This design comes from an exercise in tuning for small area on the open sky130 flow, not from production work.
Function was checked by simulation only, so behaviour that the tests miss may differ from the original.
Power is estimated from default activity; no workload was simulated.

==> inputs of run a <==
## tim_servo
module tim_servo (
    input  wire        clk,
    input  wire        rst,
    input  wire [1:0]  mode,         
    input  wire        step_en,
    input  wire [5:0]  kp,           
    input  wire [5:0]  ki,           
    input  wire [31:0] step_thr,     
    input  wire [31:0] clamp_ppb,    
    input  wire [15:0] lock_thr,     
    input  wire [7:0]  lock_n,       
    input  wire [31:0] bias,         
    input  wire        freeze,       
    input  wire        no_step,      
    input  wire        inc_wr,
    input  wire [63:0] inc_wdata,
    input  wire        step_wr,
    input  wire [63:0] step_wdata,
    input  wire        sample_valid,
    input  wire [63:0] sample_off,
    output wire [31:0] tim_ns,
    output wire [31:0] tim_wrap,
    output wire [63:0] tim_inc,
    output wire        clamped,
    output wire        locked,
    output wire        evt_wrap,
    output wire        evt_step,
    output wire [31:0] step_count,
    output wire [31:0] step_rej,
    output wire [31:0] sample_count,
    output wire [31:0] last_step
);
==> flow/config.mk <==
export PLATFORM = sky130hd
export DESIGN_NAME = tim_servo
export DESIGN_NICKNAME = tim_servo
export VERILOG_FILES = /design/flow/design.v
export SDC_FILE = /design/flow/constraint.sdc
export NUM_CORES = 4
export LEC_CHECK = 0
export CAP_MARGIN = 20
export CORE_MARGIN = 2
export CORE_UTILIZATION = 40
export SLEW_MARGIN = 20
==> flow/constraint.sdc <==
create_clock -name core_clock -period 20.0 [get_ports {clk}]
set_input_delay 4.0000 -clock core_clock [delete_from_list [all_inputs] [get_ports {clk}]]
set_output_delay 4.0000 -clock core_clock [all_outputs]
set_load 0.01 [all_outputs]
standard.sh (not shown) runs the stock make flow with config.mk's settings and CLKGATE_MAP_FILE= SYNTH_SCRIPT=/design/flow/synth_recipe.tcl, a recipe that flattens the netlist after the stock synthesis.
==> flow/flow/run.sh <==
#!/bin/bash
set -euo pipefail
bash standard.sh "BUFFER_PORTS_ARGS=-buffer_cell sky130_fd_sc_hd__buf_1" finish > make_finish.log 2>&1
==> run b (differences from run a) <==
--- a/flow/design.v
+++ b/flow/design.v
@@ -60,16 +60,15 @@
     reg         nb;            
     reg         uc1, uc2;      
     reg         ufits;         
     reg         us24;          
     reg         usign;         
     reg  [18:0] xq;            
     reg  [2:0]  ccnt;          
-    reg  [44:0] macc;
-    reg  [23:0] c_q;           
+    reg  [44:0] macc;          
     genvar gi;
     wire manual   = (mode == 2'd0) || (mode == 2'd3);
     wire assisted = (mode == 2'd2);
     wire pend     = (pcnt != 7'd0);
     wire intake   = sample_valid && !pend;
     wire apply    = (pcnt == 7'd64);
     wire sv_apply = apply && !manual;
@@ -145,15 +144,16 @@
         else if (heqm1) uneg = !(!isgn & c32);
         else            uneg = hneg;
     end
     wire        absgt_s = hneg ? (!heqm1 | !ssum[4]) : (!heq0 | gts_n);
     wire        absgt_l = hneg ? (!heqm1 | !lsum[4]) : (!heq0 | gtl_n);
     wire        negwin = svstep && (pcnt >= 7'd17) && (pcnt <= 7'd32);
     wire [4:0]  nsum   = {1'b0, ~oh} + {4'd0, (pcnt == 7'd17) | nc};
-    wire [3:0]  tail   = negwin ? nsum[3:0] : oh;
+    wire        uxfer  = pend && !manual && !svstep && (pcnt >= 7'd37) && (pcnt <= 7'd43);
+    wire [3:0]  tail   = negwin ? nsum[3:0] : uxfer ? macc[20:17] : oh;
     wire [63:0] ring_delta = {ring[3:0], ring[63:4]};
     wire [6:0]  sst    = {3'd0, kp[5:2]} + 7'd12;            
     wire [6:0]  kdiff  = pcnt - sst;                          
     wire        uwin   = pend && (pcnt >= sst) && (pcnt <= 7'd36);
     wire        ufirst = (pcnt == sst);
     wire [3:0]  ptap   = (pcnt < 7'd19) ? 4'd0 : (pcnt > 7'd34) ? {4{hs}} : ring[59:56];
     wire [7:0]  pwin   = {ptap, pprev};
@@ -180,15 +180,17 @@
     wire [3:0]  xs     = bdig ^ pn ^ in_;
     wire [3:0]  xc     = (bdig & pn) | (bdig & in_) | (pn & in_);
     wire [4:0]  usum   = {1'b0, xs} + {xc[2:0], cin1} + {4'd0, cin2};
     wire [3:0]  udig   = usum[3:0];
     wire        chg    = (xq != clamp_ppb[18:0]);
     wire        crun   = (ccnt != 3'd5);
     wire [6:0]  bk     = pcnt - sst + 7'd10;                   
-    wire        brun   = pend && (pcnt + 7'd10 >= sst) && (bk <= 7'd16);
+    wire        brun   = pend && !manual && (pcnt + 7'd10 >= sst) && (bk <= 7'd16);
+    wire        mxfer  = pend && !manual && (pcnt >= 7'd37) && (pcnt <= 7'd43);
+    wire        crestart = chg || (rst && pend && !manual) || (pend && !manual && (pcnt == 7'd43));
     wire [19:0] bt;
     wire [18:0] babs;
     assign bt[0] = bias[31];
     generate
         for (gi = 0; gi < 19; gi = gi + 1) begin : bneg
             wire x = bias[gi] ^ bias[31];
             assign babs[gi]  = x ^ bt[gi];
@@ -203,15 +205,15 @@
             3'd0: md = xsrc[3:0];
             3'd1: md = xsrc[7:4];
             3'd2: md = xsrc[11:8];
             3'd3: md = xsrc[15:12];
             default: md = xsrc[19:16];
         endcase
     end
-    wire        mdig   = brun ? (bk <= 7'd4) : 1'b1;
+    wire        mdig   = brun ? (bk <= 7'd4) : !mxfer;
     reg  [48:0] mk;
     always @(*) begin
         case (mdig ? md : 4'd0)
             4'd0: mk = 49'd0;
             4'd1: mk = 49'd18889465931480;
             4'd2: mk = 49'd37778931862960;
             4'd3: mk = 49'd56668397794440;
@@ -226,34 +228,34 @@
             4'd12: mk = 49'd226673591177760;
             4'd13: mk = 49'd245563057109240;
             4'd14: mk = 49'd264452523040720;
             4'd15: mk = 49'd283341988972200;
             default: mk = 49'd0;
         endcase
     end
-    wire        mclr   = brun ? (bk == 7'd0) : (ccnt == 3'd0);
+    wire        mclr   = brun ? (bk == 7'd0) : !mxfer && (ccnt == 3'd0);
     wire [47:0] msum0;
     wire [6:0]  mbc;
     ts_cia #(.W(48), .B(8)) u_madd (.a(mclr ? 48'd0 : {3'd0, macc}), .b(mk[47:0]), .ci(1'b0), .s(msum0), .bc(mbc));
     wire [48:0] msum   = {mk[48] ^ mbc[6], msum0};
     wire [44:0] mnext  = msum[48:4];
-    wire [23:0] cc     = c_q;
+    wire [23:0] cc     = macc[43:20];
     wire [24:0] cor;
     assign cor[0] = 1'b0;
     generate
         for (gi = 0; gi < 24; gi = gi + 1) begin : ngc
             assign cor[gi+1] = cor[gi] | cc[gi];
         end
     endgenerate
     wire [24:0] negc   = {cor[24], cc ^ cor[23:0]};
     wire        whi0   = (inc_wdata[63:35] == 29'd0);
     wire        wfits  = whi0 && (inc_wdata[34] ? (inc_wdata[33:24] == 10'd0) : (inc_wdata[33:24] == 10'h3FF));
     wire [24:0] wd25   = {~inc_wdata[34], inc_wdata[23:0]};
     wire        wneg   = whi0 && !inc_wdata[34];
-    wire [24:0] u25    = macc[41:17];
+    wire [24:0] u25    = ring[44:20];
     wire [24:0] xv     = sv_apply ? u25 : wd25;
     wire        xfits  = sv_apply ? ufits : wfits;
     wire        xneg   = sv_apply ? usign : wneg;
     wire [24:0] cb1, cb2;
     assign cb1[0] = 1'b0;
     assign cb2[0] = 1'b1;
     generate
@@ -304,21 +306,21 @@
     wire [31:0] scnt_n, rcnt_n, mcnt_n;
     ts_inc #(.W(32), .B(8)) u_c1 (.a(step_count_q),   .ci(step_ok && !(&step_count_q)),           .s(scnt_n), .bc());
     ts_inc #(.W(32), .B(8)) u_c2 (.a(step_rej_q),     .ci(step_req && step_neg && !(&step_rej_q)), .s(rcnt_n), .bc());
     ts_inc #(.W(32), .B(8)) u_c3 (.a(sample_count_q), .ci(intake && !(&sample_count_q)),          .s(mcnt_n), .bc());
     wire [7:0]  run_inc    = (run_q == 8'hFF) ? run_q : run_q + 8'd1;
     always @(posedge clk) begin
         xq <= clamp_ppb[18:0];
-        if (rst || chg) begin
+        if (crestart) begin
             ccnt <= 3'd0;
-        end else if (crun && !brun) begin
+        end else if (crun && !brun && !mxfer) begin
             ccnt <= ccnt + 3'd1;
             macc <= mnext;
-            if (ccnt == 3'd4)
-                c_q <= mnext[43:20];
+        end else if (mxfer) begin
+            macc <= mnext;
         end else if (brun) begin
             if (bk >= 7'd10)
                 macc <= {udig, mnext[40:0]};
             else
                 macc <= mnext;
         end
         if (intake)
==> summary.txt <==
Against run b, the hold slack of run a is higher by 0.010 ns.
Between run a and run b, the lower sequential share of layout area is in run b (gap 1.1 points).
Clock power: run b is lower than run a (about 8%).
Between run a and run b, the lower maximum frequency is in run b (gap 12%, measured against run b).
In run a the sequential cell count is higher than in run b, by 24.
==> figures <==
|  | run b | run a |
|---|---|---|
| Critical hold path startpoint | ring[13] | ig[24] |
| Worst slack, placed | 2.04 ns | 3.71 ns |
| Status | finished clean | finished clean |
| Final Routed Wirelength | 100,000 um | 104,000 um |
| Proportion of final cell area spent on non-clock buffers | 6.34% | 5.89% |
| Shortest period the worst path allows | 17.94 ns | 15.98 ns |
| Slowest cell delay on critical path | 0.54 ns | 0.48 ns |
| Post-synthesis sequential area ratio | 30.7% | 32.0% |
| Number of nets at the end of the flow | 4,761 | 4,695 |
| Fraction of standard cell area in multi-input logic | 55.7% | 55.0% |
| Fraction of the mapped netlist area in simple logic gates | 20.8% | 18.3% |

==> port drivers added, routing unchanged <==
The results above use ideal ports. As a check the final layouts listed here were re-extracted and re-timed, cells and wires unchanged. Step 1, drivers: a clkbuf_16 drives clk and a buf_2 each remaining input, both assumed. Step 2 times the ports against the registers' clock, not the clock port: input delays grow and output delays shrink by t, the midpoint of the rising clock arrivals with the driver on. Three values: ideal ports, drivers, drivers and shift; two values: the first two.
run	t (ns)	slack for setup (ns)	worst hold slack (ns)	latest minus earliest clock arrival (ns)	slew at the worst register clock pin (ns)
run a	0.695	4.017 / 4.017 / 3.570	0.449 / 0.449 / 0.449	0.046 / 0.046	0.06 / 0.06
run b	0.690	2.061 / 2.061 / 2.061	0.439 / 0.439 / 0.439	0.043 / 0.043	0.07 / 0.07
After both steps every run listed still meets setup and hold. For run a, which loses most, drivers alone change the setup slack by 0.000 ns; drivers and shift together by -0.447 ns.
